Background: an optimization exercise with open tools, aiming at small area, a short achievable clock period and few clock cycles per item. Do not read the settings as production practice. Function was checked by simulation only, so behaviour that the tests miss may differ from the original. Power and IR drop assume default switching activity.

### flow/design.v
module envelope_engine (
    input  wire         clk,
    input  wire         rst,
    input  wire         cmd_valid,
    output wire         cmd_ready,
    input  wire         cmd_check,      
    input  wire [63:0]  cmd_tag,        
    input  wire [31:0]  cmd_gen,        
    input  wire [1:0]   cmd_gen_mode,   
    input  wire [15:0]  cmd_gen_lag,    
    input  wire [3:0]   cmd_fmt,        
    input  wire         cmd_loaded,     
    input  wire         cmd_far,        
    input  wire [63:0]  cmd_pred_res,   
    input  wire         in_valid,
    output wire         in_ready,
    input  wire [63:0]  in_data,
    output wire         res_valid,
    input  wire         res_ready,
    output wire [255:0] res_env,        
    output reg  [4:0]   res_bad         
);
    localparam [31:0] RESIDUE = 32'hB798B438;   
    reg         cmd_rdy, in_rdy, res_vld;
    reg         busy;           
    reg         mode_check;
    reg  [9:0]  cnt;            
    reg         v;              
    reg  [63:0] d;              
    assign cmd_ready = cmd_rdy;
    assign in_ready  = in_rdy;
    assign res_valid = res_vld;
    reg  [63:0] tag;
    reg  [31:0] gen;
    reg  [5:0]  flags;
    reg  [63:0] pred_res;
    reg         gen_borrow, gen_nz;
    wire        gen_shift = v & mode_check & (cnt[9:5] == 5'd0);
    wire        gen_dbit  = gen[0] ^ pred_res[0] ^ gen_borrow;
    always @(posedge clk) begin
        if (~busy) begin
            mode_check <= cmd_check;
            tag        <= cmd_tag;
            gen        <= cmd_gen;
            flags      <= {cmd_far, cmd_loaded, cmd_fmt};
            pred_res   <= cmd_check ? {46'd0, cmd_gen_mode, cmd_gen_lag} : cmd_pred_res;
            gen_borrow <= 1'b0;
            gen_nz     <= 1'b0;
        end else if (gen_shift) begin
            gen            <= {gen_dbit, gen[31:1]};
            pred_res[15:0] <= {1'b0, pred_res[15:1]};
            gen_borrow     <= (~gen[0] & pred_res[0]) | (~gen[0] & gen_borrow) | (pred_res[0] & gen_borrow);
            gen_nz         <= gen_nz | gen_dbit;
        end
    end
    wire       beat_fire = in_valid & in_rdy;
    wire [9:0] last_m1   = mode_check ? 10'd514 : 10'd510;
    wire       body_fire = busy & ~in_rdy & ~mode_check &
                           (cnt == 10'd511 || cnt == 10'd512 || cnt == 10'd513 || cnt == 10'd514);
    always @(posedge clk) begin
        d <= in_data;
        if (rst) begin
            cmd_rdy <= 1'b1;
            busy    <= 1'b0;
            in_rdy  <= 1'b0;
            res_vld <= 1'b0;
            v       <= 1'b0;
        end else begin
            v <= beat_fire | body_fire;
            if (cmd_rdy) begin
                if (cmd_valid) begin
                    cmd_rdy <= 1'b0;
                    busy    <= 1'b1;
                    in_rdy  <= 1'b1;
                end
            end
            if (beat_fire && cnt == last_m1)
                in_rdy <= 1'b0;
            if (v && cnt == 10'd515)
                res_vld <= 1'b1;
            if (res_vld && res_ready) begin
                res_vld <= 1'b0;
                cmd_rdy <= 1'b1;
                busy    <= 1'b0;
            end
        end
    end
    always @(posedge clk) begin
        if (~busy)
            cnt <= 10'h3FF;
        else if (beat_fire | body_fire)
            cnt <= cnt + 10'd1;
    end
    wire       payload = ~cnt[9];
    wire [1:0] j       = cnt[1:0];
    wire       body    = cnt[9] & ~mode_check;
    reg  [31:0] crc_n;
    reg  first1;
    always @(posedge clk)
        first1 <= ~busy | (first1 & ~v);
    wire force_ones = first1 | (cnt[9] & (j == 2'd0) & mode_check);
    wire force_zero = body & (j == 2'd3);
    wire [31:0] crc_in_n = force_ones ? 32'h0 : force_zero ? 32'hFFFFFFFF : crc_n;
    wire sel_d  = ~body;
    wire sel_b0 = body & (j == 2'd0);
    wire sel_b1 = body & (j == 2'd1);
    wire sel_b2 = body & (j == 2'd2);
    wire sel_b3 = body & (j == 2'd3);
    wire [31:0] own_word = ~crc_n ^ {26'd0, flags};
    wire [63:0] crc_data;
    genvar gi;
    generate for (gi = 0; gi < 32; gi = gi + 1) begin : gdm
        ao5_cell u_hi (.a(d[32+gi]), .sa(sel_d), .b(pred_res[gi]), .sb(sel_b0), .c(tag[gi]), .sc(sel_b1),
                       .e(gen[gi]), .se(sel_b2), .f(own_word[gi]), .sf(sel_b3), .y(crc_data[32+gi]));
        ao3_cell u_lo (.a(d[gi]), .sa(sel_d), .b(pred_res[32+gi]), .sb(sel_b1), .c(tag[32+gi]), .sc(sel_b2),
                       .y(crc_data[gi]));
    end endgenerate
    wire [31:0] crc_next_n;
    crc32c_step64 u_crc (.cn(crc_in_n), .d(crc_data), .qn(crc_next_n));
    reg  [63:0] rot;
    reg         first8;
    always @(posedge clk)
        first8 <= ~busy | (first8 & ~(v & (cnt[2:0] == 3'd7)));
    wire [7:0]  acc = first8 ? 8'd0 : rot[7:0];
    wire [15:0] l1a, l1b, l1c, l2a, l2b, l3, l4;
    csa8 u_l1a (.x(acc),       .y(d[7:0]),    .z(d[15:8]),   .o(l1a));
    csa8 u_l1b (.x(d[23:16]),  .y(d[31:24]),  .z(d[39:32]),  .o(l1b));
    csa8 u_l1c (.x(d[47:40]),  .y(d[55:48]),  .z(d[63:56]),  .o(l1c));
    csa8 u_l2a (.x(l1a[7:0]),  .y(l1a[15:8]), .z(l1b[7:0]),  .o(l2a));
    csa8 u_l2b (.x(l1b[15:8]), .y(l1c[7:0]),  .z(l1c[15:8]), .o(l2b));
    csa8 u_l3  (.x(l2a[7:0]),  .y(l2a[15:8]), .z(l2b[7:0]),  .o(l3));
    csa8 u_l4  (.x(l3[7:0]),   .y(l3[15:8]),  .z(l2b[15:8]), .o(l4));
    wire [8:0]  s0  = {1'b0, l4[7:0]} + {1'b0, l4[15:8]};
    wire [8:0]  s1  = {1'b0, l4[7:0]} + {1'b0, l4[15:8]} + 9'd1;
    wire [7:0]  res_new = (&l4) ? 8'd0 : s1[8] ? s1[7:0] : s0[7:0];
    wire [1:0]  gen_mode    = pred_res[17:16];
    wire        gen_checked = (gen_mode == 2'd1) | (gen_mode == 2'd2);
    wire        gen_pos     = (gen_mode == 2'd2) & ~gen_borrow & gen_nz;
    wire sel_c0 = (j == 2'd0);
    wire sel_c1 = (j == 2'd1);
    wire sel_c2 = (j == 2'd2);
    wire sel_cg = sel_c2 & gen_pos;
    wire [31:0] dif_lo, dif_hi;
    generate for (gi = 0; gi < 32; gi = gi + 1) begin : gcm
        xao3_cell u_lo (.x(crc_data[gi]), .a(crc_n[gi]), .sa(sel_c0), .b(rot[32+gi]), .sb(sel_c1),
                        .c(tag[32+gi]), .sc(sel_c2), .y(dif_lo[gi]));
        xao3_cell u_hi (.x(crc_data[32+gi]), .a(rot[gi]), .sa(sel_c0), .b(tag[gi]), .sb(sel_c1),
                        .c(gen[gi]), .sc(sel_cg), .y(dif_hi[gi]));
    end endgenerate
    wire ne_lo = |dif_lo;
    wire ne_hi = |dif_hi;
    always @(posedge clk) begin
        if (v) begin
            crc_n <= crc_next_n;
            if (payload)
                rot <= {res_new, rot[63:8]};
            else if (j == 2'd0)
                rot[31:0] <= crc_n;
            else if (j == 2'd3)
                rot[63:32] <= crc_next_n;
            if (cnt[9]) begin
                case (j)
                    2'd0: begin
                        res_bad[1] <= mode_check & ne_lo;
                        res_bad[2] <= ne_hi;
                    end
                    2'd1: begin
                        res_bad[2] <= res_bad[2] | ne_lo;
                        res_bad[3] <= mode_check & ne_hi;
                    end
                    2'd2: begin
                        res_bad[3] <= mode_check & (res_bad[3] | ne_lo);
                        res_bad[4] <= mode_check & gen_checked & ne_hi;
                    end
                    default: begin
                        res_bad[0] <= mode_check & (crc_next_n != ~RESIDUE);
                    end
                endcase
            end
        end
    end
    assign res_env = {rot[63:32], 26'd0, flags, gen, tag, pred_res, rot[31:0]};
endmodule
module crc32c_step64 (input wire [31:0] cn, input wire [63:0] d, output wire [31:0] qn);
    wire [63:0] x;
    assign x[63:32] = d[63:32];
    genvar g;
    generate for (g = 0; g < 32; g = g + 1) begin : gx
        xor2_cell ux (.a(cn[g]), .b(d[g]), .y(x[g]));
    end endgenerate
    wire n64;
    xor2_cell u0 (.a(x[38]), .b(x[47]), .y(n64));
    wire n65;
    xor2_cell u1 (.a(x[14]), .b(x[18]), .y(n65));
    wire n66;
    xor2_cell u2 (.a(x[32]), .b(x[55]), .y(n66));
    wire n67;
    xor2_cell u3 (.a(x[1]), .b(x[12]), .y(n67));
    wire n68;
    xor2_cell u4 (.a(x[34]), .b(x[57]), .y(n68));
    wire n69;
    xor2_cell u5 (.a(x[33]), .b(x[52]), .y(n69));
    wire n70;
    xor2_cell u6 (.a(x[0]), .b(x[11]), .y(n70));
    wire n71;
    xor2_cell u7 (.a(x[15]), .b(x[27]), .y(n71));
    wire n72;
    xor2_cell u8 (.a(x[13]), .b(x[58]), .y(n72));
    wire n73;
    xor2_cell u9 (.a(x[25]), .b(x[31]), .y(n73));
    wire n74;
    xor2_cell u10 (.a(x[30]), .b(x[35]), .y(n74));
    wire n75;
    xor2_cell u11 (.a(x[23]), .b(x[29]), .y(n75));
    wire n76;
    xor2_cell u12 (.a(x[36]), .b(x[45]), .y(n76));
    wire n77;
    xor2_cell u13 (.a(x[53]), .b(x[54]), .y(n77));
    wire n78;
    xor2_cell u14 (.a(x[26]), .b(n66), .y(n78));
    wire n79;
    xor2_cell u15 (.a(x[39]), .b(x[48]), .y(n79));
    wire n80;
    xor2_cell u16 (.a(x[24]), .b(x[43]), .y(n80));
    wire n81;
    xor2_cell u17 (.a(x[28]), .b(n64), .y(n81));
    wire n82;
    xor2_cell u18 (.a(x[37]), .b(x[46]), .y(n82));
    wire n83;
    xor2_cell u19 (.a(x[40]), .b(x[49]), .y(n83));
    wire n84;
    xor2_cell u20 (.a(x[61]), .b(n65), .y(n84));
    wire n85;
    xor2_cell u21 (.a(x[16]), .b(x[63]), .y(n85));
    wire n86;
    xor2_cell u22 (.a(x[2]), .b(x[60]), .y(n86));
    wire n87;
    xor2_cell u23 (.a(x[41]), .b(x[62]), .y(n87));
    wire n88;
    xor2_cell u24 (.a(x[22]), .b(x[59]), .y(n88));
    wire n89;
    xor2_cell u25 (.a(x[17]), .b(x[42]), .y(n89));
    wire n90;
    xor2_cell u26 (.a(x[10]), .b(x[21]), .y(n90));
    wire n91;
    xor2_cell u27 (.a(x[44]), .b(n73), .y(n91));
    wire n92;
    xor2_cell u28 (.a(x[4]), .b(n71), .y(n92));
    wire n93;
    xor2_cell u29 (.a(x[5]), .b(x[51]), .y(n93));
    wire n94;
    xor2_cell u30 (.a(x[56]), .b(n77), .y(n94));
    wire n95;
    xor2_cell u31 (.a(x[3]), .b(x[50]), .y(n95));
    wire n96;
    xor2_cell u32 (.a(n69), .b(n74), .y(n96));
    wire n97;
    xor2_cell u33 (.a(x[7]), .b(n83), .y(n97));
    wire n98;
    xor2_cell u34 (.a(x[20]), .b(n76), .y(n98));
    wire n99;
    xor2_cell u35 (.a(x[8]), .b(n80), .y(n99));
    wire n100;
    xor2_cell u36 (.a(n70), .b(n75), .y(n100));
    wire n101;
    xor2_cell u37 (.a(n72), .b(n86), .y(n101));
    wire n102;
    xor2_cell u38 (.a(x[19]), .b(n68), .y(n102));
    wire n103;
    xor2_cell u39 (.a(x[6]), .b(n79), .y(n103));
    wire n104;
    xor2_cell u40 (.a(n81), .b(n88), .y(n104));
    wire n105;
    xor2_cell u41 (.a(n82), .b(n90), .y(n105));
    wire n106;
    xor2_cell u42 (.a(n67), .b(n89), .y(n106));
    wire n107;
    xor2_cell u43 (.a(x[9]), .b(n92), .y(n107));
    wire n108;
    xor2_cell u44 (.a(x[57]), .b(x[59]), .y(n108));
    wire n109;
    xor2_cell u45 (.a(n87), .b(n91), .y(n109));
    wire n110;
    xor2_cell u46 (.a(n78), .b(n85), .y(n110));
    wire n111;
    xor2_cell u47 (.a(x[3]), .b(n84), .y(n111));
    wire n112;
    xor2_cell u48 (.a(x[12]), .b(x[13]), .y(n112));
    wire n113;
    xor2_cell u49 (.a(x[16]), .b(n93), .y(n113));
    wire n114;
    xor2_cell u50 (.a(x[21]), .b(n67), .y(n114));
    wire n115;
    xor2_cell u51 (.a(x[55]), .b(x[63]), .y(n115));
    wire n116;
    xor2_cell u52 (.a(x[61]), .b(n101), .y(n116));
    wire n117;
    xor2_cell u53 (.a(x[31]), .b(x[50]), .y(n117));
    wire n118;
    xor2_cell u54 (.a(x[8]), .b(n95), .y(n118));
    wire n119;
    xor2_cell u55 (.a(x[18]), .b(n98), .y(n119));
    wire n120;
    xor2_cell u56 (.a(x[53]), .b(n100), .y(n120));
    wire n121;
    xor2_cell u57 (.a(x[15]), .b(n97), .y(n121));
    wire n122;
    xor2_cell u58 (.a(x[41]), .b(n104), .y(n122));
    wire n123;
    xor2_cell u59 (.a(n77), .b(n113), .y(n123));
    wire n124;
    xor2_cell u60 (.a(x[51]), .b(n80), .y(n124));
    wire n125;
    xor2_cell u61 (.a(n87), .b(n108), .y(n125));
    wire n126;
    xor2_cell u62 (.a(n73), .b(n75), .y(n126));
    wire n127;
    xor2_cell u63 (.a(n78), .b(n94), .y(n127));
    wire n128;
    xor2_cell u64 (.a(x[56]), .b(n120), .y(n128));
    wire n129;
    xor2_cell u65 (.a(x[40]), .b(n110), .y(n129));
    wire n130;
    xor2_cell u66 (.a(x[38]), .b(n99), .y(n130));
    wire n131;
    xor2_cell u67 (.a(x[13]), .b(n96), .y(n131));
    wire n132;
    xor2_cell u68 (.a(x[28]), .b(n96), .y(n132));
    wire n133;
    xor2_cell u69 (.a(x[24]), .b(x[39]), .y(n133));
    wire n134;
    xor2_cell u70 (.a(x[10]), .b(x[11]), .y(n134));
    wire n135;
    xor2_cell u71 (.a(x[37]), .b(x[58]), .y(n135));
    wire n136;
    xor2_cell u72 (.a(x[29]), .b(n105), .y(n136));
    wire n137;
    xor2_cell u73 (.a(x[42]), .b(x[60]), .y(n137));
    wire n138;
    xor2_cell u74 (.a(n102), .b(n109), .y(n138));
    wire n139;
    xor2_cell u75 (.a(x[34]), .b(n65), .y(n139));
    wire n140;
    xor2_cell u76 (.a(x[17]), .b(n68), .y(n140));
    wire n141;
    xor2_cell u77 (.a(x[44]), .b(n103), .y(n141));
    wire n142;
    xor2_cell u78 (.a(x[48]), .b(n115), .y(n142));
    wire n143;
    xor2_cell u79 (.a(x[0]), .b(x[4]), .y(n143));
    wire n144;
    xor2_cell u80 (.a(x[62]), .b(n93), .y(n144));
    wire n145;
    xor2_cell u81 (.a(x[1]), .b(n85), .y(n145));
    wire n146;
    xor2_cell u82 (.a(x[27]), .b(n69), .y(n146));
    wire n147;
    xor2_cell u83 (.a(n126), .b(n134), .y(n147));
    wire n148;
    xor2_cell u84 (.a(x[22]), .b(x[41]), .y(n148));
    wire n149;
    xor2_cell u85 (.a(x[26]), .b(n64), .y(n149));
    wire n150;
    xor2_cell u86 (.a(x[33]), .b(n81), .y(n150));
    wire n151;
    xor2_cell u87 (.a(x[55]), .b(n122), .y(n151));
    wire n152;
    xor2_cell u88 (.a(x[14]), .b(n118), .y(n152));
    wire n153;
    xor2_cell u89 (.a(x[10]), .b(n91), .y(n153));
    wire n154;
    xor2_cell u90 (.a(x[46]), .b(n147), .y(n154));
    wire n155;
    xor2_cell u91 (.a(x[9]), .b(x[60]), .y(n155));
    wire n156;
    xor2_cell u92 (.a(x[49]), .b(n89), .y(n156));
    wire n157;
    xor2_cell u93 (.a(x[25]), .b(n141), .y(n157));
    wire n158;
    xor2_cell u94 (.a(n78), .b(n112), .y(n158));
    wire n159;
    xor2_cell u95 (.a(x[19]), .b(n107), .y(n159));
    wire n160;
    xor2_cell u96 (.a(x[51]), .b(n86), .y(n160));
    wire n161;
    xor2_cell u97 (.a(x[9]), .b(n138), .y(n161));
    wire n162;
    xor2_cell u98 (.a(n84), .b(n102), .y(n162));
    wire n163;
    xor2_cell u99 (.a(x[43]), .b(x[56]), .y(n163));
    wire n164;
    xor2_cell u100 (.a(x[50]), .b(n155), .y(n164));
    wire n165;
    xor2_cell u101 (.a(x[16]), .b(n70), .y(n165));
    wire n166;
    xor2_cell u102 (.a(x[54]), .b(n143), .y(n166));
    wire n167;
    xor2_cell u103 (.a(x[30]), .b(n82), .y(n167));
    wire n168;
    xor2_cell u104 (.a(x[62]), .b(n111), .y(n168));
    wire n169;
    xor2_cell u105 (.a(n94), .b(n124), .y(n169));
    wire n170;
    xor2_cell u106 (.a(n79), .b(n136), .y(n170));
    wire n171;
    xor2_cell u107 (.a(n109), .b(n145), .y(n171));
    wire n172;
    xor2_cell u108 (.a(n76), .b(n81), .y(n172));
    wire n173;
    xor2_cell u109 (.a(x[23]), .b(n105), .y(n173));
    wire n174;
    xor2_cell u110 (.a(n107), .b(n150), .y(n174));
    wire n175;
    xor2_cell u111 (.a(x[35]), .b(n84), .y(n175));
    wire n176;
    xor2_cell u112 (.a(x[20]), .b(x[36]), .y(n176));
    wire n177;
    xor2_cell u113 (.a(n106), .b(n128), .y(n177));
    wire n178;
    xor2_cell u114 (.a(n101), .b(n114), .y(n178));
    wire n179;
    xor2_cell u115 (.a(x[45]), .b(n74), .y(n179));
    wire n180;
    xor2_cell u116 (.a(n135), .b(n149), .y(n180));
    wire n181;
    xor2_cell u117 (.a(n95), .b(n107), .y(n181));
    wire n182;
    xor2_cell u118 (.a(x[11]), .b(n97), .y(n182));
    wire n183;
    xor2_cell u119 (.a(n99), .b(n112), .y(n183));
    wire n184;
    xor2_cell u120 (.a(x[6]), .b(n164), .y(n184));
    wire n185;
    xor2_cell u121 (.a(n117), .b(n123), .y(n185));
    wire n186;
    xor2_cell u122 (.a(x[7]), .b(x[15]), .y(n186));
    wire n187;
    xor2_cell u123 (.a(x[61]), .b(n130), .y(n187));
    wire n188;
    xor2_cell u124 (.a(n76), .b(n131), .y(n188));
    wire n189;
    xor2_cell u125 (.a(n82), .b(n98), .y(n189));
    wire n190;
    xor2_cell u126 (.a(x[51]), .b(n106), .y(n190));
    wire n191;
    xor2_cell u127 (.a(x[38]), .b(n79), .y(n191));
    wire n192;
    xor2_cell u128 (.a(x[59]), .b(n90), .y(n192));
    wire n193;
    xor2_cell u129 (.a(x[44]), .b(n132), .y(n193));
    wire n194;
    xor2_cell u130 (.a(x[32]), .b(n148), .y(n194));
    wire n195;
    xor2_cell u131 (.a(n133), .b(n184), .y(n195));
    wire n196;
    xor2_cell u132 (.a(n70), .b(n159), .y(n196));
    wire n197;
    xor2_cell u133 (.a(x[12]), .b(n72), .y(n197));
    wire n198;
    xor2_cell u134 (.a(n116), .b(n125), .y(n198));
    wire n199;
    xor2_cell u135 (.a(n103), .b(n154), .y(n199));
    wire n200;
    xor2_cell u136 (.a(n88), .b(n187), .y(n200));
    wire n201;
    xor2_cell u137 (.a(n72), .b(n144), .y(n201));
    wire n202;
    xor2_cell u138 (.a(n66), .b(n69), .y(n202));
    wire n203;
    xor2_cell u139 (.a(x[49]), .b(n193), .y(n203));
    wire n204;
    xor2_cell u140 (.a(x[43]), .b(n142), .y(n204));
    wire n205;
    xor2_cell u141 (.a(n114), .b(n119), .y(n205));
    wire n206;
    xor2_cell u142 (.a(x[17]), .b(n165), .y(n206));
    wire n207;
    xor2_cell u143 (.a(n153), .b(n195), .y(n207));
    wire n208;
    xor2_cell u144 (.a(x[29]), .b(x[58]), .y(n208));
    wire n209;
    xor2_cell u145 (.a(x[63]), .b(n160), .y(n209));
    wire n210;
    xor2_cell u146 (.a(x[18]), .b(n163), .y(n210));
    wire n211;
    xor2_cell u147 (.a(n83), .b(n87), .y(n211));
    wire n212;
    xor2_cell u148 (.a(x[5]), .b(n99), .y(n212));
    wire n213;
    xor2_cell u149 (.a(n100), .b(n180), .y(n213));
    wire n214;
    xor2_cell u150 (.a(x[20]), .b(n177), .y(n214));
    wire n215;
    xor2_cell u151 (.a(x[36]), .b(n170), .y(n215));
    wire n216;
    xor2_cell u152 (.a(x[35]), .b(x[58]), .y(n216));
    wire n217;
    xor2_cell u153 (.a(n117), .b(n191), .y(n217));
    wire n218;
    xor2_cell u154 (.a(n74), .b(n121), .y(n218));
    wire t155;
    xor2_cell u155 (.a(x[5]), .b(n102), .y(t155));
    wire t156;
    xor2_cell u156 (.a(n146), .b(n210), .y(t156));
    wire t157;
    xor2_cell u157 (.a(n101), .b(t155), .y(t157));
    wire t158;
    xor2_cell u158 (.a(t156), .b(n206), .y(t158));
    wire t159;
    xor2_cell u159 (.a(t157), .b(n151), .y(t159));
    wire t160;
    xor2_cell u160 (.a(t158), .b(n215), .y(t160));
    xor2_cell u161 (.a(t159), .b(t160), .y(qn[0]));
    wire t162;
    xor2_cell u162 (.a(x[60]), .b(n135), .y(t162));
    wire t163;
    xor2_cell u163 (.a(n83), .b(n102), .y(t163));
    wire t164;
    xor2_cell u164 (.a(n74), .b(t162), .y(t164));
    wire t165;
    xor2_cell u165 (.a(n104), .b(n141), .y(t165));
    wire t166;
    xor2_cell u166 (.a(t163), .b(t164), .y(t166));
    wire t167;
    xor2_cell u167 (.a(n111), .b(t165), .y(t167));
    wire t168;
    xor2_cell u168 (.a(t166), .b(t167), .y(t168));
    xnor2_cell u169 (.a(t168), .b(n214), .y(qn[1]));
    wire t170;
    xor2_cell u170 (.a(x[19]), .b(n75), .y(t170));
    wire t171;
    xor2_cell u171 (.a(n80), .b(n166), .y(t171));
    wire t172;
    xor2_cell u172 (.a(n217), .b(t170), .y(t172));
    wire t173;
    xor2_cell u173 (.a(n205), .b(n218), .y(t173));
    wire t174;
    xor2_cell u174 (.a(t171), .b(t172), .y(t174));
    wire t175;
    xor2_cell u175 (.a(n198), .b(t173), .y(t175));
    xor2_cell u176 (.a(t174), .b(t175), .y(qn[2]));
    wire t177;
    xor2_cell u177 (.a(x[42]), .b(n66), .y(t177));
    wire t178;
    xor2_cell u178 (.a(n83), .b(x[19]), .y(t178));
    wire t179;
    xor2_cell u179 (.a(x[21]), .b(n133), .y(t179));
    wire t180;
    xor2_cell u180 (.a(n167), .b(n176), .y(t180));
    wire t181;
    xor2_cell u181 (.a(n88), .b(n93), .y(t181));
    wire t182;
    xor2_cell u182 (.a(t177), .b(t178), .y(t182));
    wire t183;
    xor2_cell u183 (.a(t179), .b(t180), .y(t183));
    wire t184;
    xor2_cell u184 (.a(t181), .b(t182), .y(t184));
    wire t185;
    xor2_cell u185 (.a(n116), .b(n152), .y(t185));
    wire t186;
    xor2_cell u186 (.a(t183), .b(t184), .y(t186));
    wire t187;
    xor2_cell u187 (.a(n171), .b(t185), .y(t187));
    xnor2_cell u188 (.a(t186), .b(t187), .y(qn[3]));
    wire t189;
    xor2_cell u189 (.a(x[42]), .b(x[28]), .y(t189));
    wire t190;
    xor2_cell u190 (.a(n98), .b(t189), .y(t190));
    wire t191;
    xor2_cell u191 (.a(t190), .b(n129), .y(t191));
    wire t192;
    xor2_cell u192 (.a(n162), .b(n201), .y(t192));
    wire t193;
    xor2_cell u193 (.a(n181), .b(t191), .y(t193));
    wire t194;
    xor2_cell u194 (.a(t192), .b(n199), .y(t194));
    xor2_cell u195 (.a(t193), .b(t194), .y(qn[4]));
    wire t196;
    xor2_cell u196 (.a(x[38]), .b(x[62]), .y(t196));
    wire t197;
    xor2_cell u197 (.a(n68), .b(t196), .y(t197));
    wire t198;
    xor2_cell u198 (.a(x[22]), .b(x[24]), .y(t198));
    wire t199;
    xor2_cell u199 (.a(n103), .b(n143), .y(t199));
    wire t200;
    xor2_cell u200 (.a(n176), .b(n65), .y(t200));
    wire t201;
    xor2_cell u201 (.a(t197), .b(t198), .y(t201));
    wire t202;
    xor2_cell u202 (.a(n158), .b(t199), .y(t202));
    wire t203;
    xor2_cell u203 (.a(t200), .b(t201), .y(t203));
    wire t204;
    xor2_cell u204 (.a(n209), .b(n218), .y(t204));
    wire t205;
    xor2_cell u205 (.a(t202), .b(t203), .y(t205));
    xor2_cell u206 (.a(t204), .b(t205), .y(qn[5]));
    wire t207;
    xor2_cell u207 (.a(x[1]), .b(n140), .y(t207));
    wire t208;
    xor2_cell u208 (.a(n86), .b(n104), .y(t208));
    wire t209;
    xor2_cell u209 (.a(n118), .b(n121), .y(t209));
    wire t210;
    xor2_cell u210 (.a(n204), .b(t207), .y(t210));
    wire t211;
    xor2_cell u211 (.a(n175), .b(t208), .y(t211));
    wire t212;
    xor2_cell u212 (.a(t209), .b(t210), .y(t212));
    wire t213;
    xor2_cell u213 (.a(n154), .b(t211), .y(t213));
    xor2_cell u214 (.a(t212), .b(t213), .y(qn[6]));
    wire t215;
    xor2_cell u215 (.a(n140), .b(n144), .y(t215));
    wire t216;
    xor2_cell u216 (.a(n158), .b(n173), .y(t216));
    wire t217;
    xor2_cell u217 (.a(t215), .b(n181), .y(t217));
    wire t218;
    xor2_cell u218 (.a(t216), .b(n200), .y(t218));
    wire t219;
    xor2_cell u219 (.a(n203), .b(t217), .y(t219));
    xnor2_cell u220 (.a(t218), .b(t219), .y(qn[7]));
    wire t221;
    xor2_cell u221 (.a(x[35]), .b(x[22]), .y(t221));
    wire t222;
    xor2_cell u222 (.a(x[4]), .b(n146), .y(t222));
    wire t223;
    xor2_cell u223 (.a(n85), .b(t221), .y(t223));
    wire t224;
    xor2_cell u224 (.a(n139), .b(n172), .y(t224));
    wire t225;
    xor2_cell u225 (.a(t222), .b(t223), .y(t225));
    wire t226;
    xor2_cell u226 (.a(n201), .b(t224), .y(t226));
    wire t227;
    xor2_cell u227 (.a(t225), .b(n128), .y(t227));
    wire t228;
    xor2_cell u228 (.a(t226), .b(n207), .y(t228));
    xor2_cell u229 (.a(t227), .b(t228), .y(qn[8]));
    wire t230;
    xor2_cell u230 (.a(x[33]), .b(n64), .y(t230));
    wire t231;
    xor2_cell u231 (.a(x[23]), .b(x[25]), .y(t231));
    wire t232;
    xor2_cell u232 (.a(x[6]), .b(x[7]), .y(t232));
    wire t233;
    xor2_cell u233 (.a(n148), .b(n71), .y(t233));
    wire t234;
    xor2_cell u234 (.a(t230), .b(t231), .y(t234));
    wire t235;
    xor2_cell u235 (.a(t232), .b(n179), .y(t235));
    wire t236;
    xor2_cell u236 (.a(n84), .b(t233), .y(t236));
    wire t237;
    xor2_cell u237 (.a(t234), .b(n129), .y(t237));
    wire t238;
    xor2_cell u238 (.a(n169), .b(n178), .y(t238));
    wire t239;
    xor2_cell u239 (.a(t235), .b(t236), .y(t239));
    wire t240;
    xor2_cell u240 (.a(t237), .b(t238), .y(t240));
    xnor2_cell u241 (.a(t239), .b(t240), .y(qn[9]));
    wire t242;
    xor2_cell u242 (.a(x[54]), .b(n137), .y(t242));
    wire t243;
    xor2_cell u243 (.a(n186), .b(n90), .y(t243));
    wire t244;
    xor2_cell u244 (.a(t242), .b(n91), .y(t244));
    wire t245;
    xor2_cell u245 (.a(t243), .b(n212), .y(t245));
    wire t246;
    xor2_cell u246 (.a(n213), .b(t244), .y(t246));
    wire t247;
    xor2_cell u247 (.a(n168), .b(t245), .y(t247));
    xor2_cell u248 (.a(t246), .b(t247), .y(qn[10]));
    wire t249;
    xor2_cell u249 (.a(x[45]), .b(x[62]), .y(t249));
    wire t250;
    xor2_cell u250 (.a(t249), .b(x[30]), .y(t250));
    wire t251;
    xor2_cell u251 (.a(n67), .b(t250), .y(t251));
    wire t252;
    xor2_cell u252 (.a(n110), .b(t251), .y(t252));
    wire t253;
    xor2_cell u253 (.a(n157), .b(t252), .y(t253));
    wire t254;
    xor2_cell u254 (.a(t253), .b(n196), .y(t254));
    xor2_cell u255 (.a(n200), .b(t254), .y(qn[11]));
    wire t256;
    xor2_cell u256 (.a(x[52]), .b(n88), .y(t256));
    wire t257;
    xor2_cell u257 (.a(n97), .b(n204), .y(t257));
    wire t258;
    xor2_cell u258 (.a(t256), .b(n205), .y(t258));
    wire t259;
    xor2_cell u259 (.a(n213), .b(t257), .y(t259));
    wire t260;
    xor2_cell u260 (.a(t258), .b(t259), .y(t260));
    xnor2_cell u261 (.a(n161), .b(t260), .y(qn[12]));
    wire t262;
    xor2_cell u262 (.a(x[47]), .b(x[50]), .y(t262));
    wire t263;
    xor2_cell u263 (.a(n68), .b(t262), .y(t263));
    wire t264;
    xor2_cell u264 (.a(t263), .b(n106), .y(t264));
    wire t265;
    xor2_cell u265 (.a(n110), .b(n119), .y(t265));
    wire t266;
    xor2_cell u266 (.a(n120), .b(n212), .y(t266));
    wire t267;
    xor2_cell u267 (.a(t264), .b(t265), .y(t267));
    wire t268;
    xor2_cell u268 (.a(t266), .b(t267), .y(t268));
    xnor2_cell u269 (.a(n203), .b(t268), .y(qn[13]));
    wire t270;
    xor2_cell u270 (.a(x[52]), .b(x[57]), .y(t270));
    wire t271;
    xor2_cell u271 (.a(t270), .b(n67), .y(t271));
    wire t272;
    xor2_cell u272 (.a(n70), .b(n179), .y(t272));
    wire t273;
    xor2_cell u273 (.a(t271), .b(n123), .y(t273));
    wire t274;
    xor2_cell u274 (.a(t272), .b(n151), .y(t274));
    wire t275;
    xor2_cell u275 (.a(t273), .b(n207), .y(t275));
    xor2_cell u276 (.a(t274), .b(t275), .y(qn[14]));
    wire t277;
    xor2_cell u277 (.a(x[40]), .b(x[52]), .y(t277));
    wire t278;
    xor2_cell u278 (.a(n76), .b(t277), .y(t278));
    wire t279;
    xor2_cell u279 (.a(x[7]), .b(t278), .y(t279));
    wire t280;
    xor2_cell u280 (.a(n127), .b(t279), .y(t280));
    wire t281;
    xor2_cell u281 (.a(n116), .b(n190), .y(t281));
    wire t282;
    xor2_cell u282 (.a(t280), .b(t281), .y(t282));
    xnor2_cell u283 (.a(n199), .b(t282), .y(qn[15]));
    wire t284;
    xor2_cell u284 (.a(x[47]), .b(x[2]), .y(t284));
    wire t285;
    xor2_cell u285 (.a(n125), .b(n146), .y(t285));
    wire t286;
    xor2_cell u286 (.a(n167), .b(t284), .y(t286));
    wire t287;
    xor2_cell u287 (.a(n127), .b(n182), .y(t287));
    wire t288;
    xor2_cell u288 (.a(t285), .b(t286), .y(t288));
    wire t289;
    xor2_cell u289 (.a(n111), .b(n183), .y(t289));
    wire t290;
    xor2_cell u290 (.a(t287), .b(t288), .y(t290));
    xor2_cell u291 (.a(t289), .b(t290), .y(qn[16]));
    wire t292;
    xor2_cell u292 (.a(n137), .b(n142), .y(t292));
    wire t293;
    xor2_cell u293 (.a(n94), .b(n197), .y(t293));
    wire t294;
    xor2_cell u294 (.a(t292), .b(n152), .y(t294));
    wire t295;
    xor2_cell u295 (.a(t293), .b(n138), .y(t295));
    wire t296;
    xor2_cell u296 (.a(n174), .b(t294), .y(t296));
    xor2_cell u297 (.a(t295), .b(t296), .y(qn[17]));
    wire t298;
    xor2_cell u298 (.a(x[54]), .b(n69), .y(t298));
    wire t299;
    xor2_cell u299 (.a(x[21]), .b(n149), .y(t299));
    wire t300;
    xor2_cell u300 (.a(t298), .b(n156), .y(t300));
    wire t301;
    xor2_cell u301 (.a(n189), .b(n194), .y(t301));
    wire t302;
    xor2_cell u302 (.a(t299), .b(n175), .y(t302));
    wire t303;
    xor2_cell u303 (.a(n209), .b(t300), .y(t303));
    wire t304;
    xor2_cell u304 (.a(t301), .b(t302), .y(t304));
    wire t305;
    xor2_cell u305 (.a(t303), .b(n196), .y(t305));
    xor2_cell u306 (.a(t304), .b(t305), .y(qn[18]));
    wire t307;
    xor2_cell u307 (.a(x[15]), .b(n95), .y(t307));
    wire t308;
    xor2_cell u308 (.a(t307), .b(n198), .y(t308));
    xnor2_cell u309 (.a(t308), .b(n214), .y(qn[19]));
    wire t310;
    xor2_cell u310 (.a(x[42]), .b(n108), .y(t310));
    wire t311;
    xor2_cell u311 (.a(x[30]), .b(n85), .y(t311));
    wire t312;
    xor2_cell u312 (.a(t310), .b(n124), .y(t312));
    wire t313;
    xor2_cell u313 (.a(n166), .b(t311), .y(t313));
    wire t314;
    xor2_cell u314 (.a(n178), .b(t312), .y(t314));
    wire t315;
    xor2_cell u315 (.a(t313), .b(n168), .y(t315));
    xor2_cell u316 (.a(t314), .b(t315), .y(qn[20]));
    wire t317;
    xor2_cell u317 (.a(x[56]), .b(n68), .y(t317));
    wire t318;
    xor2_cell u318 (.a(n70), .b(t317), .y(t318));
    wire t319;
    xor2_cell u319 (.a(n150), .b(n92), .y(t319));
    wire t320;
    xor2_cell u320 (.a(t318), .b(n111), .y(t320));
    wire t321;
    xor2_cell u321 (.a(t319), .b(n171), .y(t321));
    wire t322;
    xor2_cell u322 (.a(t320), .b(n215), .y(t322));
    xnor2_cell u323 (.a(t321), .b(t322), .y(qn[21]));
    wire t324;
    xor2_cell u324 (.a(x[46]), .b(x[63]), .y(t324));
    wire t325;
    xor2_cell u325 (.a(n137), .b(t324), .y(t325));
    wire t326;
    xor2_cell u326 (.a(n210), .b(n211), .y(t326));
    wire t327;
    xor2_cell u327 (.a(n67), .b(n78), .y(t327));
    wire t328;
    xor2_cell u328 (.a(t325), .b(n192), .y(t328));
    wire t329;
    xor2_cell u329 (.a(n92), .b(t326), .y(t329));
    wire t330;
    xor2_cell u330 (.a(t327), .b(t328), .y(t330));
    wire t331;
    xor2_cell u331 (.a(t329), .b(n188), .y(t331));
    xor2_cell u332 (.a(t330), .b(t331), .y(qn[22]));
    wire t333;
    xor2_cell u333 (.a(x[44]), .b(x[52]), .y(t333));
    wire t334;
    xor2_cell u334 (.a(x[53]), .b(n115), .y(t334));
    wire t335;
    xor2_cell u335 (.a(t333), .b(n208), .y(t335));
    wire t336;
    xor2_cell u336 (.a(n89), .b(t334), .y(t336));
    wire t337;
    xor2_cell u337 (.a(n192), .b(n217), .y(t337));
    wire t338;
    xor2_cell u338 (.a(n84), .b(t335), .y(t338));
    wire t339;
    xor2_cell u339 (.a(t336), .b(t337), .y(t339));
    xor2_cell u340 (.a(t338), .b(t339), .y(qn[23]));
    wire t341;
    xor2_cell u341 (.a(x[48]), .b(x[0]), .y(t341));
    wire t342;
    xor2_cell u342 (.a(x[2]), .b(x[30]), .y(t342));
    wire t343;
    xor2_cell u343 (.a(n140), .b(n202), .y(t343));
    wire t344;
    xor2_cell u344 (.a(n211), .b(n71), .y(t344));
    wire t345;
    xor2_cell u345 (.a(n72), .b(t341), .y(t345));
    wire t346;
    xor2_cell u346 (.a(t342), .b(n172), .y(t346));
    wire t347;
    xor2_cell u347 (.a(t343), .b(t344), .y(t347));
    wire t348;
    xor2_cell u348 (.a(t345), .b(n123), .y(t348));
    wire t349;
    xor2_cell u349 (.a(n136), .b(t346), .y(t349));
    wire t350;
    xor2_cell u350 (.a(t347), .b(t348), .y(t350));
    xor2_cell u351 (.a(t349), .b(t350), .y(qn[24]));
    wire t352;
    xor2_cell u352 (.a(n82), .b(x[11]), .y(t352));
    wire t353;
    xor2_cell u353 (.a(x[31]), .b(n103), .y(t353));
    wire t354;
    xor2_cell u354 (.a(n208), .b(n94), .y(t354));
    wire t355;
    xor2_cell u355 (.a(n95), .b(t352), .y(t355));
    wire t356;
    xor2_cell u356 (.a(n139), .b(n145), .y(t356));
    wire t357;
    xor2_cell u357 (.a(n156), .b(n96), .y(t357));
    wire t358;
    xor2_cell u358 (.a(t353), .b(t354), .y(t358));
    wire t359;
    xor2_cell u359 (.a(t355), .b(t356), .y(t359));
    wire t360;
    xor2_cell u360 (.a(t357), .b(t358), .y(t360));
    wire t361;
    xor2_cell u361 (.a(n151), .b(t359), .y(t361));
    xor2_cell u362 (.a(t360), .b(t361), .y(qn[25]));
    wire t363;
    xor2_cell u363 (.a(x[42]), .b(n182), .y(t363));
    wire t364;
    xor2_cell u364 (.a(n194), .b(n197), .y(t364));
    wire t365;
    xor2_cell u365 (.a(n92), .b(n132), .y(t365));
    wire t366;
    xor2_cell u366 (.a(n173), .b(t363), .y(t366));
    wire t367;
    xor2_cell u367 (.a(t364), .b(n185), .y(t367));
    wire t368;
    xor2_cell u368 (.a(t365), .b(t366), .y(t368));
    xnor2_cell u369 (.a(t367), .b(t368), .y(qn[26]));
    wire t370;
    xor2_cell u370 (.a(x[34]), .b(x[36]), .y(t370));
    wire t371;
    xor2_cell u371 (.a(t370), .b(x[14]), .y(t371));
    wire t372;
    xor2_cell u372 (.a(x[6]), .b(n202), .y(t372));
    wire t373;
    xor2_cell u373 (.a(n89), .b(t371), .y(t373));
    wire t374;
    xor2_cell u374 (.a(n100), .b(t372), .y(t374));
    wire t375;
    xor2_cell u375 (.a(t373), .b(n122), .y(t375));
    wire t376;
    xor2_cell u376 (.a(n183), .b(t374), .y(t376));
    wire t377;
    xor2_cell u377 (.a(n185), .b(t375), .y(t377));
    xnor2_cell u378 (.a(t376), .b(t377), .y(qn[27]));
    wire t379;
    xor2_cell u379 (.a(x[37]), .b(n66), .y(t379));
    wire t380;
    xor2_cell u380 (.a(n155), .b(n186), .y(t380));
    wire t381;
    xor2_cell u381 (.a(n75), .b(t379), .y(t381));
    wire t382;
    xor2_cell u382 (.a(n106), .b(n139), .y(t382));
    wire t383;
    xor2_cell u383 (.a(t380), .b(t381), .y(t383));
    wire t384;
    xor2_cell u384 (.a(n131), .b(n157), .y(t384));
    wire t385;
    xor2_cell u385 (.a(n169), .b(t382), .y(t385));
    wire t386;
    xor2_cell u386 (.a(t383), .b(t384), .y(t386));
    xor2_cell u387 (.a(t385), .b(t386), .y(qn[28]));
    wire t388;
    xor2_cell u388 (.a(x[55]), .b(x[16]), .y(t388));
    wire t389;
    xor2_cell u389 (.a(x[26]), .b(x[2]), .y(t389));
    wire t390;
    xor2_cell u390 (.a(n94), .b(t388), .y(t390));
    wire t391;
    xor2_cell u391 (.a(t389), .b(n121), .y(t391));
    wire t392;
    xor2_cell u392 (.a(t390), .b(n130), .y(t392));
    wire t393;
    xor2_cell u393 (.a(n153), .b(n162), .y(t393));
    wire t394;
    xor2_cell u394 (.a(t391), .b(n188), .y(t394));
    wire t395;
    xor2_cell u395 (.a(t392), .b(t393), .y(t395));
    xor2_cell u396 (.a(t394), .b(t395), .y(qn[29]));
    wire t397;
    xor2_cell u397 (.a(x[39]), .b(n216), .y(t397));
    wire t398;
    xor2_cell u398 (.a(n71), .b(t397), .y(t398));
    wire t399;
    xor2_cell u399 (.a(n127), .b(n189), .y(t399));
    wire t400;
    xor2_cell u400 (.a(t398), .b(n152), .y(t400));
    wire t401;
    xor2_cell u401 (.a(n206), .b(t399), .y(t401));
    wire t402;
    xor2_cell u402 (.a(t400), .b(t401), .y(t402));
    xor2_cell u403 (.a(n161), .b(t402), .y(qn[30]));
    wire t404;
    xor2_cell u404 (.a(x[54]), .b(x[56]), .y(t404));
    wire t405;
    xor2_cell u405 (.a(n108), .b(n216), .y(t405));
    wire t406;
    xor2_cell u406 (.a(t404), .b(t405), .y(t406));
    wire t407;
    xor2_cell u407 (.a(n105), .b(n119), .y(t407));
    wire t408;
    xor2_cell u408 (.a(t406), .b(n129), .y(t408));
    wire t409;
    xor2_cell u409 (.a(n190), .b(t407), .y(t409));
    wire t410;
    xor2_cell u410 (.a(n174), .b(t408), .y(t410));
    xnor2_cell u411 (.a(t409), .b(t410), .y(qn[31]));
endmodule
module xor2_cell (input wire a, input wire b, output wire y);
    assign y = a ^ b;
endmodule
module xnor2_cell (input wire a, input wire b, output wire y);
    assign y = ~(a ^ b);
endmodule
module ao5_cell (input wire a, input wire sa, input wire b, input wire sb, input wire c, input wire sc,
                 input wire e, input wire se, input wire f, input wire sf, output wire y);
    assign y = (a & sa) | (b & sb) | (c & sc) | (e & se) | (f & sf);
endmodule
module ao3_cell (input wire a, input wire sa, input wire b, input wire sb, input wire c, input wire sc,
                 output wire y);
    assign y = (a & sa) | (b & sb) | (c & sc);
endmodule
module xao3_cell (input wire x, input wire a, input wire sa, input wire b, input wire sb, input wire c,
                  input wire sc, output wire y);
    assign y = x ^ ((a & sa) | (b & sb) | (c & sc));
endmodule
module csa8 (input wire [7:0] x, input wire [7:0] y, input wire [7:0] z, output wire [15:0] o);
    wire [7:0] k;
    genvar i;
    generate for (i = 0; i < 8; i = i + 1) begin : g
        fa_cell u (.a(x[i]), .b(y[i]), .c(z[i]), .s(o[i]), .co(k[i]));
    end endgenerate
    assign o[15:8] = {k[6:0], k[7]};
endmodule
module fa_cell (input wire a, input wire b, input wire c, output wire s, output wire co);
    assign {co, s} = {1'b0, a} + {1'b0, b} + {1'b0, c};
endmodule
### flow/standard.sh
#!/bin/bash
# synth_recipe.tcl (not shown) runs the flow's synth.tcl, then flattens the netlist and writes it again
# the make line also repeats each setting of config.mk as NAME=value (left out here)
make -C /OpenROAD-flow-scripts/flow DESIGN_CONFIG=/design/flow/config.mk WORK_HOME=/design/flow/orfs CLKGATE_MAP_FILE= SYNTH_SCRIPT=/design/flow/synth_recipe.tcl "${@:-finish}"
### flow/flow/run.sh
#!/bin/bash
set -o pipefail
export BUFFER_PORTS_ARGS="-buffer_cell sky130_fd_sc_hd__buf_1"
bash standard.sh > standard.log 2>&1
### flow/config.mk
export PLATFORM = sky130hd
export DESIGN_NAME = envelope_engine
export DESIGN_NICKNAME = envelope_engine
export VERILOG_FILES = /design/flow/design.v
export SDC_FILE = /design/flow/constraint.sdc
export NUM_CORES = 4
export LEC_CHECK = 0
export CAP_MARGIN = 20
export CORE_MARGIN = 2
export CORE_UTILIZATION = 50
export CTS_BUF_LIST = sky130_fd_sc_hd__clkbuf_16
export CTS_CLUSTER_DIAMETER = 80
export CTS_CLUSTER_SIZE = 25
export PLACE_DENSITY = 0.65
export SETUP_SLACK_MARGIN = 2
export SLEW_MARGIN = 20
export SYNTH_HIERARCHICAL = 1
export SYNTH_MINIMUM_KEEP_SIZE = 0
### flow/constraint.sdc
create_clock -name core_clock -period 30.0 [get_ports {clk}]
set_input_delay 6.0000 -clock core_clock [delete_from_list [all_inputs] [get_ports {clk}]]
set_output_delay 6.0000 -clock core_clock [all_outputs]
set_load 0.01 [all_outputs]
==> summary.md, run 1 <==
| Metric | Value |
|---|---|
| Maxcap violations | `0` |
| Largest area contributor in the netlist | `edfxtp_1` |
| Top-count cell post-synth | `xor2_1` |
| Kind of critical path | `reg2out` |
| P_leak | `0.00961 uW` |
| Worst-case clock buffer depth | `3` |
| Clock Latency Late Sink | `approximately 0.62 ns` |
| H-Tree Depth | `1` |
| I/O Buffers | `491` |
| Met1 global-route usage | `0.556` |
| Crit path required time | `24.00 ns` |
| Clk sink count | `351` |
| Vias/cell | `6.42` |
| Delay-heaviest family, CP | `flip-flops` |
| Initial antenna violation count | `2` |
| Final instance area | `about 0.025 mm2` |
| Gr busiest metal | `met2` |
| Nets | `2556` |
| Worst clock skew | `between 0.03 and 0.04 ns` |
| Core area | `0.0419 mm2` |
| CTS tree | `done` |
| Synth unique cells | `63` |
| Sequential area share after synthesis | `0.460` |
| FF+latch count, synth | `351` |
| Maximum VDD drop | `between 0.1 and 0.15 mV` |
| Post-synth EDFFs | `268` |
| PostCTS Resize Cnt | `0` |
| Top cells by area, synth | `edfxtp_1, xor2_1, dfxtp_1` |
| GRT overflow | `0` |
| Die footprint | `0.0439 mm2` |
| Final worst slack | `between 20 and 25 ns` |
| CP Cell Sequence | `buf_1` |
| Core Rows | `75` |
| Final hold vios | `0` |
| Worst slew margin | `0.199` |
| GP Congestion | `around 1.1` |
| Setup TNS Final | `0 ns` |
| Cell Pwr Density | `146 mW/mm2` |
| Arrival time at the worst endpoint | `1.47 ns` |
| Die height | `210 um` |
| Starting density of the core | `0.505` |
| Synth Cell Area | `0.0211 mm2` |
| Slew Limit Fails | `0` |
| Ys async rst share | `0` |
| Status | `complete, no violations` |
| Critical Path Max Stage Delay | `0.65 ns` |
| Share of cells above drive strength 1 | `0.0912` |
| Startpoint types | `flip-flop` |
| First-pass GRT wire length | `~130000 um` |
| Unrepaired setup endpoints after global routing | `false` |
| Fmax | `approximately 130 MHz` |
| Area Growth Syn to Fin | `17.3%` |
| Synth cell count leaders | `xor2_1, edfxtp_1, a222oi_1, xnor2_1, mux2_2` |
| CTS buffer count | `26` |
| DRT iter0 DRCs | `3669` |
| All-Layer GR Usage | `0.420` |
| CTS Hold Bufs | `0` |
| Final Critical Period | `7.47 ns` |
| Main synth FF type | `edfxtp_1` |
| Critical Path End Type | `primary output` |
| Worst-path clk slew | `0.09 ns` |
| Ys Warns | `7` |
| Met3 usage in global routing | `0.101` |
| # IOs | `518` |
| Postcts setup bufs | `0` |
| Placed insts | `between 2000 and 3000` |
| Post-route ant nets | `0` |
| DRT Wirelength | `94800 um` |
| Met2 Use GR | `0.653` |
| Share of the synthesized area in the top cell type | `0.381` |
| Hold Slack | `0.498 ns` |
| Dpl ws | `roughly 22 ns` |
| Setup violators final | `0` |
| Largest net degree at the start of global routing | `77` |
| CP max stage cell | `edfxtp_1` |
| Chip Width | `210 um` |
| DP HPWL | `75800 um` |
| Worst path bufs/invs | `1` |
| DR pass1 iterations | `17` |
| Fin crit share | `0.249` |
| CP max FO | `3` |
| Final non-filler cell total | `2788` |
| DRC | `0` |
| Root Driver | `clkbuf_16` |
| Number of global-route vias before repair | `about 17000` |
| Cells after Synth | `1701` |
| Min-Delay Path Class | `reg2reg` |
| Syn Area/Cell | `12.4 um2` |
| Placed cell area | `between 0.02 and 0.025 mm2` |
| Worst-margin pin slew | `~1.2 ns` |
| Drt wl/cell | `34.0 um` |
| DR vias | `~18000` |
==> state kept, by name, summed over array words and instances (netlist names), 5 cells and up <==
name      flops
flags         6
res_bad       5
pred_res     64
crc_n        32
rot          64
tag          64
d            64
gen          32
cnt          10
==> worst paths after layout <==
path | startpoint | end | slack, ns | cells past startpoint
max reg2reg | mode_check$_DFFE_PN_ | res_bad[0]$_DFFE_PP_ | 22.70 | 16
min | gen_nz$_SDFFE_PN0P_ | gen_nz$_SDFFE_PN0P_ | 0.50 | 2
max | rot[32]$_DFFE_PP_ | res_env[224] | 22.53 | 1
min reg2reg | gen_nz$_SDFFE_PN0P_ | gen_nz$_SDFFE_PN0P_ | 0.50 | 2
==> Yosys stat by module, one instance, submodules excluded, a selection <==
module | cells inside | flops+latches | cell area (um2)
envelope_engine | 913 | 351 | 13800
ao5_cell | 3 | 0 | 21.3
fa_cell | 1 | 0 | 20.0
xao3_cell | 2 | 0 | 18.8
ao3_cell | 2 | 0 | 13.8
xnor2_cell | 1 | 0 | 8.76
xor2_cell | 1 | 0 | 8.76
==> cell type report <==
| class | count | area, um2 |
|---|---|---|
| Antenna cell | 2 | 5.00 |
| Timing Repair Buffer | 534 | 2170 |
| Inverter | 70 | 265 |
| Clock inverter | 22 | 338 |
| Multi-Input combinational cell | 1244 | 11000 |
| Fill cell | 3534 | 17100 |
| Sequential cell | 351 | 9710 |
| Clock buffer | 26 | 651 |
| Tap cell | 539 | 674 |
==> cell usage in the layout (no fill, tap or decap), drive strengths merged, types with 17 or more instances in the layout <==
cell      n
a222oi  128
a22oi    33
buf     534
clkbuf   26
conb     26
dfxtp    83
edfxtp  268
fa       58
ha       17
inv      82
mux2     90
mux2i    23
nand2    73
nor2     21
nor2b    55
nor4     24
o21a     33
o21ai    24
xnor2    93
xor2    435
==> per-stage QoR <==
stage	util	power, uW
2_1_floorplan	-	2240
3_3_place_gp	0.568	3150
3_5_place_dp	0.568	3120
4_1_cts	0.592	3540
5_1_grt	0.592	3730
6_report	0.592	3630
==> power by group <==
part	internal, uW	leakage (uW)	switching [uW]
Clock	186	0.000484	218
Sequential	753	0.00335	124
Combinational	829	0.00578	1520
==> routing by layer <==
layer	vias to the layer above	share of wire
met1	8788	0.37
met3	270	0.12
li1	7285	-
met4	2	0.059
met5	-	0.00056
met2	1542	0.45
==> cell families after synthesis <==
group                    synth area share
adder cells (fa/ha/maj)            0.0650
XOR/XNOR                            0.220
multiplexers                       0.0589
AND/OR/NAND/NOR                    0.0614
other                            0.000177
buffers and inverters              0.0283
AO/OA/AOI/OAI                       0.107
flip-flops                          0.460
Testbench counts, summed over its fixed seeds: cycles 49,824, blocks 96.
==> inputs of run 2 (changes only) <==
--- a/flow/design.v
+++ b/flow/design.v
@@ -26,6 +26,7 @@
     reg         mode_check;
     reg  [9:0]  cnt;            
     reg         v;              
+    reg         own_chk;        
     reg  [63:0] d;              
     assign cmd_ready = cmd_rdy;
     assign in_ready  = in_rdy;
@@ -65,7 +66,9 @@
             in_rdy  <= 1'b0;
             res_vld <= 1'b0;
             v       <= 1'b0;
+            own_chk <= 1'b0;
         end else begin
+            own_chk <= v & (cnt == 10'd515) & mode_check;
             v <= beat_fire | body_fire;
             if (cmd_rdy) begin
                 if (cmd_valid) begin
@@ -76,7 +79,7 @@
             end
             if (beat_fire && cnt == last_m1)
                 in_rdy <= 1'b0;
-            if (v && cnt == 10'd515)
+            if ((v && cnt == 10'd515 && !mode_check) || own_chk)
                 res_vld <= 1'b1;
             if (res_vld && res_ready) begin
                 res_vld <= 1'b0;
@@ -150,6 +153,8 @@
     wire ne_lo = |dif_lo;
     wire ne_hi = |dif_hi;
     always @(posedge clk) begin
+        if (own_chk)
+            res_bad[0] <= (crc_n != ~RESIDUE);
         if (v) begin
             crc_n <= crc_next_n;
             if (payload)
@@ -173,7 +178,7 @@
                         res_bad[4] <= mode_check & gen_checked & ne_hi;
                     end
                     default: begin
-                        res_bad[0] <= mode_check & (crc_next_n != ~RESIDUE);
+                        res_bad[0] <= 1'b0;
                     end
                 endcase
             end
==> flow/flow/run.sh (replaced) <==
#!/bin/bash
set -o pipefail
export BUFFER_PORTS_ARGS="-buffer_cell sky130_fd_sc_hd__buf_1"
bash standard.sh REMOVE_ABC_BUFFERS=1 finish > standard.log 2>&1
--- a/flow/config.mk
+++ b/flow/config.mk
@@ -7,11 +7,11 @@
 export LEC_CHECK = 0
 export CAP_MARGIN = 20
 export CORE_MARGIN = 2
-export CORE_UTILIZATION = 50
+export CORE_UTILIZATION = 58
 export CTS_BUF_LIST = sky130_fd_sc_hd__clkbuf_16
 export CTS_CLUSTER_DIAMETER = 80
 export CTS_CLUSTER_SIZE = 25
-export PLACE_DENSITY = 0.65
+export PLACE_DENSITY = 0.72
 export SETUP_SLACK_MARGIN = 2
 export SLEW_MARGIN = 20
 export SYNTH_HIERARCHICAL = 1
==> run 2 against run 1 <==
Fmax increased by 0.49%; clock skew increased by 0.014 ns; synthesized cell count increased by 1.2%; non-clock buffer count decreased by 10; clock power decreased by 24%; sequential share of layout area increased by 0.90 points; wire length decreased by 7.0%; combinational power decreased by 15%.
==> summary.md, run 2 <==
| Metric | Value |
|---|---|
| Status | `complete, no violations` |
| P_leak | `0.00937 uW` |
| Delay-heaviest family, CP | `flip-flops` |
| Synth unique cells | `between 50 and 60` |
| CP max stage cell | `edfxtp_1` |
| DRT Wirelength | `roughly 88000 um` |
| CTS buffer count | `20` |
| Area Growth Syn to Fin | `14.8%` |
| # IOs | `a little over 500` |
| Ys Warns | `7` |
| Cell Pwr Density | `130 mW/mm2` |
| Chip Width | `195 um` |
| CTS Hold Bufs | `0` |
| CTS tree | `done` |
| Cells after Synth | `roughly 1700` |
| Fin crit share | `0.248` |
| Arrival time at the worst endpoint | `between 1 and 1.5 ns` |
| H-Tree Depth | `1` |
| DP HPWL | `approximately 69000 um` |
| Largest area contributor in the netlist | `edfxtp_1` |
| Most frequent cells in the layout | `buf_1, xor2_1, edfxtp_1` |
| Share of cells above drive strength 1 | `0.0798` |
| Postcts setup bufs | `0` |
| Setup TNS Final | `0 ns` |
| GRT overflow | `0` |
| Initial antenna violation count | `0` |
| Post-route ant nets | `0` |
| # diodes | `0` |
| Starting density of the core | `0.591` |
| DRC | `0` |
| I/O Buffers | `491` |
| PostCTS Resize Cnt | `0` |
| Setup violators final | `0` |
| FF+latch count, synth | `roughly 350` |
| First-pass GRT wire length | `around 120000 um` |
| DR vias | `17900` |
| Synth Cell Area | `0.0211 mm2` |
| R2R setup slack | `23.39 ns` |
| Largest net degree at the start of global routing | `66` |
| Worst slew margin | `0.294` |
| Crit path required time | `24.00 ns` |
| Vias/cell | `6.62` |
| Final hold vios | `0` |
| Most common cell after layout, fill and taps aside | `buf_1` |
| CP Cell Sequence | `buf_1` |
| Share of the synthesized area in the top cell type | `0.380` |
| Drt wl/cell | `32.6 um` |
| Sequential area share after synthesis | `0.460` |
| Unrepaired setup endpoints after global routing | `false` |
| Maxcap violations | `0` |
| GP Congestion | `1.05` |
| Worst path bufs/invs | `1` |
| Top cells by area, synth | `edfxtp_1, xor2_1, dfxtp_1` |
| DRT iter0 DRCs | `3790` |
| DR pass1 iterations | `15` |
| Fmax | `134 MHz` |
| Nets | `2557` |
| Number of global-route vias before repair | `approximately 18000` |
| Synth cell count leaders | `xor2_1, edfxtp_1, a222oi_1, mux2_2, xnor2_1` |
| Worst clock skew | `0.0497 ns` |
| Worst-case clock buffer depth | `3` |
| Clk sink count | `352` |
| Kind of critical path | `reg2out` |
| Min-Delay Path Class | `reg2reg` |
| Core Rows | `69` |
| Slew Limit Fails | `0` |
| Top-count cell post-synth | `xor2_1` |
| Final Critical Period | `7.44 ns` |
| Ys async rst share | `0` |
| Worst-margin pin slew | `1.05 ns` |
| Post-synth EDFFs | `267` |
| Die footprint | `0.0380 mm2` |
| Core area | `0.0357 mm2` |
| Tot Pwr | `about 3200 uW` |
| Main synth FF type | `edfxtp_1` |
| Root Driver | `clkbuf_16` |
| Worst-path clk slew | `approximately 0.1 ns` |
| Maximum VDD drop | `~0.07 mV` |
| Clock Latency Late Sink | `0.60 ns` |
| CP max FO | `4` |
| Startpoint types | `flip-flop` |
| Syn Area/Cell | `~12 um2` |
| All-Layer GR Usage | `0.452` |
| Die height | `195 um` |
| Critical Path End Type | `primary output` |
| Critical Path Max Stage Delay | `0.63 ns` |
-- run 2: changes by cell type after synthesis, sizes merged, moves of 3 or more --
| cell | change |
|---|---|
| or3 | +3 |
| xnor2 | -4 |
| o21ai | +7 |
| nand4 | +12 |
| nor3 | +3 |
| buf | -4 |
| clkbuf | +6 |
| a221oi | -3 |
| mux2i | -3 |
| nor2 | +3 |
| a22o | -3 |
| nand3 | +4 |
| nand2 | +8 |
| a21o | -3 |
-- run 2: routing by layer --
metal / GRT usage / vias to the layer above / routed length [um]
met2: 0.719 / 1694 / 39700
met1: 0.577 / 8530 / 30500
met3: 0.107 / 373 / 11700
met4: 0.241 / 0 / 6240
met5: 0 / - / 0
li1: - / 7312 / -
-- run 2: metrics by stage --
| step | utilization | cell area [um2] | hold WS [ns] | worst slack (ns) | cells |
|---|---|---|---|---|---|
| 2_1_floorplan | - | 20900 | 0.433 | 22.79 | 1683 |
| 3_3_place_gp | 0.660 | 23600 | 0.445 | 22.43 | 2666 |
| 3_5_place_dp | 0.660 | 23600 | 0.467 | 22.51 | 2667 |
| 4_1_cts | 0.678 | 24200 | 0.486 | 22.58 | 2703 |
| 5_1_grt | 0.678 | 24200 | 0.536 | 22.58 | 2704 |
| 6_report | 0.678 | 24200 | 0.489 | 22.56 | 2704 |
-- run 2: power by group --
| group | total (uW) | internal, uW | switching [uW] |
|---|---|---|---|
| logic | 1990 | 745 | 1240 |
| clock network | 308 | 129 | 180 |
| registers | 862 | 755 | 106 |
-- run 2: final cells by class --
type	instances	area (um2)
multi-input combinational	1260	10900
timing repair buffer	524	2110
inverter	71	269
tap	461	577
sequential	352	9720
clock buffer	20	500
clock inverter	16	129
fill	2636	11500
-- run 2: worst paths after layout --
| path | from | to | depth (start not counted) |
|---|---|---|---|
| worst max-delay path | gen[31]$_DFFE_PP_ | res_env[191] | 1 |
| worst min-delay path | gen_nz$_SDFFE_PN0P_ | gen_nz$_SDFFE_PN0P_ | 2 |
| worst max register to register | mode_check$_DFFE_PN_ | rot[46]$_DFFE_PP_ | 14 |
| worst min register to register | gen_nz$_SDFFE_PN0P_ | gen_nz$_SDFFE_PN0P_ | 2 |
-- run 2: cells by family (layout without fill, tap and decap cells) --
kind of cell    after synthesis  after routing  share of synthesized area
fa+ha+maj                    74             74                     0.0644
flops                       352            352                      0.460
mux                         111            111                     0.0582
xor+xnor                    524            524                      0.218
other cells                   1             26                   0.000178
compound gates              260            260                      0.103
buf+inv                     134            631                     0.0288
simple gates                265            265                     0.0675
-- run 2: per-module statistics from Yosys (local to each module, per instance), a selection --
module	cell area [um2]	flip-flops and latches
xao3_cell	18.8	0
xor2_cell	8.76	0
ao3_cell	13.8	0
fa_cell	20.0	0
ao5_cell	21.3	0
envelope_engine	13800	352
xnor2_cell	8.76	0
Testbench counts of run 2, summed over its fixed seeds: cycles 49,863, blocks 96.
==> inputs of run 3 (changes only) <==
--- a/flow/config.mk
+++ b/flow/config.mk
@@ -7,11 +7,11 @@
 export LEC_CHECK = 0
 export CAP_MARGIN = 20
 export CORE_MARGIN = 2
-export CORE_UTILIZATION = 58
+export CORE_UTILIZATION = 54
 export CTS_BUF_LIST = sky130_fd_sc_hd__clkbuf_16
 export CTS_CLUSTER_DIAMETER = 80
 export CTS_CLUSTER_SIZE = 25
-export PLACE_DENSITY = 0.72
+export PLACE_DENSITY = 0.68
 export SETUP_SLACK_MARGIN = 2
 export SLEW_MARGIN = 20
 export SYNTH_HIERARCHICAL = 1
==> run 3 against run 2 <==
Clock-buffer cell count increased by 3; sequential cell count unchanged; setup slack got worse by 0.014 ns; cell count up 2.7%.
==> summary.md, run 3 <==
| Metric | Value |
|---|---|
| Status | `complete, no violations` |
| Post-synth EDFFs | `~270` |
| Root Driver | `clkbuf_16` |
| Worst slew margin | `0.290` |
| DR pass1 iterations | `13` |
| Fillers | `3163` |
| Delay-heaviest family, CP | `flip-flops` |
| Setup violators final | `0` |
| Clock Latency Late Sink | `0.60 ns` |
| Critical Path End Type | `primary output` |
| P_leak | `0.00948 uW` |
| Main synth FF type | `edfxtp_1` |
| Ys async rst share | `0` |
| Slew Limit Fails | `0` |
| CP Cell Sequence | `buf_1` |
| Postcts setup bufs | `0` |
| Dpl ws | `roughly 22 ns` |
| Critical Path Max Stage Delay | `0.61 ns` |
| Placed cell area | `0.0237 mm2` |
| Worst-margin pin slew | `1.06 ns` |
| Largest area contributor in the netlist | `edfxtp_1` |
| Top cells by area, synth | `edfxtp_1, xor2_1, dfxtp_1` |
| Worst clock skew | `around 0.024 ns` |
| DRT iter0 DRCs | `3397` |
| Die height | `around 200 um` |
| Final worst slack | `roughly 23 ns` |
| GP Congestion | `1.00` |
| H-Tree Depth | `1` |
| # IOs | `just over 500` |
| Initial antenna violation count | `3` |
| Area Growth Syn to Fin | `16.1%` |
| Area occupied by multi-input gates | `0.0109 mm2` |
| Min-Delay Path Class | `reg2reg` |
| Post-synthesis adder-cell area fraction | `0.0644` |
| Cell Pwr Density | `131 mW/mm2` |
| Unrepaired setup endpoints after global routing | `false` |
| Worst-case clock buffer depth | `3` |
| CP max FO | `4` |
| Ys Warns | `7` |
| Syn Area/Cell | `12.3 um2` |
| Share of the synthesized area in the top cell type | `0.380` |
| CTS Hold Bufs | `0` |
| Most common cell after layout, fill and taps aside | `buf_1` |
| Final non-filler cell total | `2776` |
| Placed insts | `2731` |
| Final Critical Period | `7.45 ns` |
| Share of cells above drive strength 1 | `0.0868` |
| Worst path bufs/invs | `1` |
| CP max stage cell | `edfxtp_1` |
| Core Rows | `72` |
| Sequential area share after synthesis | `0.460` |
| Final instance area | `0.0245 mm2` |
| Startpoint types | `flip-flop` |
| Vias/cell | `6.37` |
| All-Layer GR Usage | `0.414` |
| Reg area | `0.00972 mm2` |
| Top-count cell post-synth | `xor2_1` |
| Synth cell count leaders | `xor2_1, edfxtp_1, a222oi_1, mux2_2, xnor2_1` |
| Worst hold stages | `2` |
| Post-route ant nets | `0` |
| CTS buffer count | `23` |
| Core area | `0.0386 mm2` |
| Kind of critical path | `reg2out` |
| Post-layout util | `0.635` |
| Die footprint | `0.0407 mm2` |
| GRT overflow | `0` |
| Crit path required time | `between 20 and 25 ns` |
| Drt wl/cell | `between 30 and 40 um` |
| Most frequent cells in the layout | `buf_1, xor2_1, edfxtp_1` |
| Cells after Synth | `1721` |
| Fin crit share | `0.248` |
| Worst-path clk slew | `0.09 ns` |
| Chip Width | `202 um` |
| DP HPWL | `~70000 um` |
| DRC | `0` |
| Clk sink count | `352` |
| Largest family of logic cells by synthesized area | `XOR/XNOR gates` |
| Nets | `roughly 2600` |
| CTS tree | `done` |
| DRT Wirelength | `87100 um` |
| FF+latch count, synth | `352` |
| Arrival time at the worst endpoint | `between 1 and 1.5 ns` |
| Number of global-route vias before repair | `17300` |
| Post-Synth Simple-Gate Area | `0.0675` |
| Fraction of synthesized area in multiplexers | `0.0582` |
| Critical Path Stages | `1` |
| I/O Buffers | `around 490` |
| Fmax | `134 MHz` |
| First-pass GRT wire length | `between 100000 and 150000 um` |
| Post-Synth XOR/XNOR Area | `0.218` |
| Setup TNS Final | `0 ns` |
| Synth unique cells | `59` |
| Synth Cell Area | `0.0211 mm2` |
| PostCTS Resize Cnt | `0` |
| Maximum VDD drop | `0.102 mV` |
| Maxcap violations | `0` |
| Worst reg2reg path depth | `16` |
| Compound-gate portion of the synthesized area | `0.103` |
| Largest net degree at the start of global routing | `67` |
| DR vias | `17700` |
| Final hold vios | `0` |
| Starting density of the core | `0.547` |
## run 3: cells by family after synthesis
group | after synthesis
xor+xnor | 524
compound gates | 260
flops | 352
mux | 111
other cells | 1
simple gates | 265
buf+inv | 134
fa+ha+maj | 74
## run 3: layout make-up
class	count	area share
inverters	71	0.0110
diodes	1	0.000102
repair buffers	532	0.0887
clock buffers	23	0.0235
flip-flops and latches	352	0.396
well taps	518	0.0264
multi-input cells	1260	0.446
clock inverters	19	0.00842
## run 3: metal layers
layer	vias up	routed length [um]	global-route usage
met2	1473	39900	0.653
li1	7355	-	-
met1	8605	32200	0.549
met3	239	9950	0.0850
met5	-	0	0
met4	0	5050	0.197
## run 3: per-stage QoR
stage | total power [uW] | hold WS (ns)
finish | 3220 | 0.481
CTS | 3180 | 0.474
detailed placement | 2830 | 0.458
global placement | 2820 | 0.444
global route | 3350 | 0.500
floorplan | 2150 | 0.433
## run 3: Yosys stat by module, one instance, submodules excluded, excerpt
module           times used  flops+latches
ao5_cell                 32              0
fa_cell                  56              0
ao3_cell                 32              0
xao3_cell                64              0
envelope_engine           1            352
xnor2_cell               12              0
xor2_cell               432              0
## run 3: worst paths after layout
check | slack, ns | startpoint | endpoint
max | 22.55 | gen[31]$_DFFE_PP_ | res_env[191]
min | 0.48 | gen_nz$_SDFFE_PN0P_ | gen_nz$_SDFFE_PN0P_
max reg2reg | 23.61 | cnt[0]$_SDFFE_PN1P_ | rot[62]$_DFFE_PP_
min reg2reg | 0.48 | gen_nz$_SDFFE_PN0P_ | gen_nz$_SDFFE_PN0P_
## run 3: where the power goes
group | switching, uW | leakage, uW | total (uW) | internal (uW)
clock | 199 | 0.000392 | 352 | 153
combinational | 1260 | 0.00573 | 2010 | 748
sequential | 104 | 0.00335 | 859 | 755

==> port drivers added, routing unchanged <==
The flow's constraints put no driver on any port. The routed layouts listed below were extracted and timed again, unchanged, in two steps. Step 1, drivers: a clkbuf_16 drives clk and a buf_2 each remaining input, both assumed. Step 2 adds t to the input delays and takes it off the output delays; t is the mean of the earliest and latest rising clock arrival at the registers after step 1. Input paths then give back, and output paths get back, about the clock's delay inside the block. a / b / c = no drivers / after step 1 / after step 2; a / b = the first two.
run	t, ns	slack for setup (ns)	hold slack, ns
run 1	0.655	22.527 / 22.474 / 22.494	0.498 / 0.498 / 0.498
run 2	0.629	22.563 / 22.506 / 22.487	0.489 / 0.489 / 0.489
run 3	0.643	22.550 / 22.494 / 22.495	0.481 / 0.481 / 0.481
After both steps every run listed still meets setup and hold. For run 2, which loses most, drivers alone change the setup slack by -0.057 ns; drivers and shift together by -0.076 ns.
